What follows belongs to an exercise in optimizing a design on an open flow for small area; a production flow would make more cautious choices. Only simulation tests tie the RTL to the original design; equivalence was not proved. Power and IR drop assume default switching activity.

## win_compare
module win_compare (
    input  wire        clk,
    input  wire        rst,
    input  wire        cfg_we,
    input  wire [10:0] cfg_w,         
    input  wire [20:0] cfg_trms,      
    input  wire [20:0] cfg_tdc,       
    input  wire        restart,
    input  wire        in_valid,
    input  wire [24:0] in_m,
    input  wire [24:0] in_x,
    output reg         dec_valid,
    output wire        dec_rms_fail,
    output wire        dec_dc_fail,
    output wire        dec_rms_raise,
    output wire        dec_dc_raise,
    output wire [60:0] dec_sumsq,
    output wire [35:0] dec_sum
);
    reg  [10:0] w;
    reg  [20:0] trms, tdc;
    wire cfg_ok = cfg_we && cfg_w >= 11'd4 && cfg_w <= 11'd1024;
    wire clr    = restart || cfg_ok;
    wire take   = in_valid && !clr;
    always @(posedge clk) begin
        if (rst) begin
            w    <= 11'd36;
            trms <= 21'd66475;     
            tdc  <= 21'd21021;     
        end else if (cfg_ok) begin
  ...
Size: roughly 210 I/O pins, ~16,000 sq um of cells after synthesis.
==> flow/config.mk <==
export PLATFORM = sky130hd
export DESIGN_NAME = win_compare
export DESIGN_NICKNAME = win_compare
export VERILOG_FILES = /design/flow/design.v
export SDC_FILE = /design/flow/constraint.sdc
export NUM_CORES = 4
export LEC_CHECK = 0
export CAP_MARGIN = 5
export CORE_MARGIN = 2
export CORE_UTILIZATION = 40
export CTS_BUF_LIST = sky130_fd_sc_hd__clkbuf_8
export CTS_CLUSTER_DIAMETER = 60
export CTS_CLUSTER_SIZE = 12
export SLEW_MARGIN = 5
==> flow/constraint.sdc <==
create_clock -name core_clock -period 20.0 [get_ports {clk}]
set_input_delay 4.0000 -clock core_clock [delete_from_list [all_inputs] [get_ports {clk}]]
set_output_delay 4.0000 -clock core_clock [all_outputs]
set_load 0.01 [all_outputs]
standard.sh (not shown) runs the stock make flow with config.mk's settings and CLKGATE_MAP_FILE= SYNTH_SCRIPT=/design/flow/synth_recipe.tcl, a recipe that flattens the netlist after the stock synthesis.
==> flow/flow/run.sh <==
#!/bin/bash
# The standard layout, with every input and output port buffered by the
# smallest buffer (buf_1) instead of the one buffer_ports picks by default,
# and a clock tree of clkbuf_8 leaf clusters without dummy loads.
set -euo pipefail
export BUFFER_PORTS_ARGS="-buffer_cell sky130_fd_sc_hd__buf_1"
export CTS_ARGS="-sink_clustering_enable -repair_clock_nets -buf_list sky130_fd_sc_hd__clkbuf_8 -sink_clustering_size 15 -sink_clustering_max_diameter 70 -dont_use_dummy_load"
bash standard.sh "BUFFER_PORTS_ARGS=$BUFFER_PORTS_ARGS" "CTS_ARGS=$CTS_ARGS" finish > standard_make.log 2>&1
Next try:
CAP_MARGIN = 20   (was 5)
CORE_UTILIZATION = 65   (was 40)
CTS_BUF_LIST = unset   (was sky130_fd_sc_hd__clkbuf_8)
CTS_CLUSTER_DIAMETER = unset   (was 60)
CTS_CLUSTER_SIZE = unset   (was 12)
SLEW_MARGIN = 20   (was 5)
After rerunning:
- The new run went through all stages and came out clean
- utilization rose by 27 points
- count of clock-buffer cells in the layout goes down by 3
- final area came out lower by 1.7%
- setup slack gets better by 0.034 ns
- maximum frequency is about the same
- cell count decreases by 9.4%
- sequential power stays flat
- wire length shrinks by 6.8%
- power is about the same
- clock skew is lower by 0.0067 ns
- sequential share of layout area goes up by 0.75 points
Next try:
==> flow/flow/run.sh (replaced) <==
#!/bin/bash
# The standard layout, with every input and output port buffered by the
# smallest buffer (buf_1) instead of the one buffer_ports picks by default.
set -euo pipefail
export BUFFER_PORTS_ARGS="-buffer_cell sky130_fd_sc_hd__buf_1"
bash standard.sh "BUFFER_PORTS_ARGS=$BUFFER_PORTS_ARGS" finish > standard_make.log 2>&1
CORE_UTILIZATION = 40   (was 65)
CTS_BUF_LIST = sky130_fd_sc_hd__clkbuf_16   (was unset)
CTS_CLUSTER_DIAMETER = 80   (was unset)
CTS_CLUSTER_SIZE = 20   (was unset)
After rerunning:
- total power rises by 10%
- final area rises by 3.9%
- setup slack gets worse by 0.073 ns
- combinational power falls by 5.8%
- synthesized cell count stays the same
Next try:
==> flow/flow/run.sh (replaced) <==
#!/bin/bash
# The standard layout, with every input and output port buffered by the
# smallest buffer (buf_1) instead of the one buffer_ports picks by default,
# and a clock tree of clkbuf_8 leaf clusters without dummy loads.
set -euo pipefail
export BUFFER_PORTS_ARGS="-buffer_cell sky130_fd_sc_hd__buf_1"
export CTS_ARGS="-sink_clustering_enable -repair_clock_nets -buf_list sky130_fd_sc_hd__clkbuf_8 -sink_clustering_size 15 -sink_clustering_max_diameter 70 -dont_use_dummy_load"
bash standard.sh "BUFFER_PORTS_ARGS=$BUFFER_PORTS_ARGS" "CTS_ARGS=$CTS_ARGS" finish > standard_make.log 2>&1
CORE_UTILIZATION = 80   (was 40)
CTS_BUF_LIST = unset   (was sky130_fd_sc_hd__clkbuf_16)
CTS_CLUSTER_DIAMETER = unset   (was 80)
CTS_CLUSTER_SIZE = unset   (was 20)
What happened: Setup slack got worse by 0.26 ns. Worst hold slack improves by 0.020 ns. Clock-buffer cell count goes down by 1. Utilization climbs by 42 points. First-iteration DRC count is higher by well over a third. Final area came out lower by a few percent. Power shrinks by a little under a tenth. Routed wire length is higher slightly. Area after synthesis is unchanged.
Next try:
==> flow/flow/run.sh (replaced) <==
#!/bin/bash
# The standard layout, with every input and output port buffered by the
# smallest buffer (buf_1) instead of the one buffer_ports picks by default,
# and a clock tree of clkbuf_4 leaf clusters without dummy loads.
set -euo pipefail
export BUFFER_PORTS_ARGS="-buffer_cell sky130_fd_sc_hd__buf_1"
export CTS_ARGS="-sink_clustering_enable -repair_clock_nets -buf_list sky130_fd_sc_hd__clkbuf_4 -sink_clustering_size 8 -sink_clustering_max_diameter 50 -dont_use_dummy_load"
bash standard.sh "BUFFER_PORTS_ARGS=$BUFFER_PORTS_ARGS" "CTS_ARGS=$CTS_ARGS" finish > standard_make.log 2>&1
CORE_UTILIZATION = 40   (was 80)
CTS_BUF_LIST = sky130_fd_sc_hd__clkbuf_8   (was unset)
CTS_CLUSTER_DIAMETER = 60   (was unset)
CTS_CLUSTER_SIZE = 12   (was unset)
Clock power rose by a little under a tenth.
Final cell count rose by about a fifth.
Setup slack gains 0.44 ns.
Final area rose by a few percent.
Total power fell by a few percent.
Clock skew rose by 0.055 ns.
Synthesized cell count is unchanged.
Clock-buffer cell count rose by 23.
Flip-flop and latch count does not change.
Critical path depth rose by 1.

## static timing again, ports no longer ideal
The results above use ideal ports. As a check the final layouts listed here were re-extracted and re-timed, cells and wires unchanged. Step 1 (the two cells are an assumption about what drives the block):
set clk [get_ports {clk}]
set_driving_cell -lib_cell sky130_fd_sc_hd__clkbuf_16 $clk
set_driving_cell -lib_cell sky130_fd_sc_hd__buf_2 [delete_from_list [all_inputs] $clk]
Step 2 times the ports against the registers' clock, not the clock port: input delays grow and output delays shrink by t, the midpoint of the rising clock arrivals with the driver on. Three values: ideal ports, drivers, drivers and shift; two values: the first two.
| run | t (ns) | setup WS [ns] | worst setup path after step 2 | worst register clock-pin slew, ns |
|---|---|---|---|---|
| the first run | 0.635 | 1.908 / 1.937 / 1.302 | input to register | 0.10 / 0.10 |
| the second run | 0.594 | 1.942 / 1.967 / 1.373 | input to register | 0.10 / 0.10 |
| the third run | 0.581 | 1.869 / 1.900 / 1.319 | input to register | 0.09 / 0.09 |
| the fourth run | 0.591 | 1.609 / 1.634 / 1.043 | input to register | 0.10 / 0.10 |
| the fifth run | 0.777 | 2.049 / 2.079 / 1.302 | input to register | 0.10 / 0.10 |
After both steps every run listed still meets setup and hold. For the fifth run, which loses most, drivers alone change the setup slack by +0.030 ns; drivers and shift together by -0.747 ns.
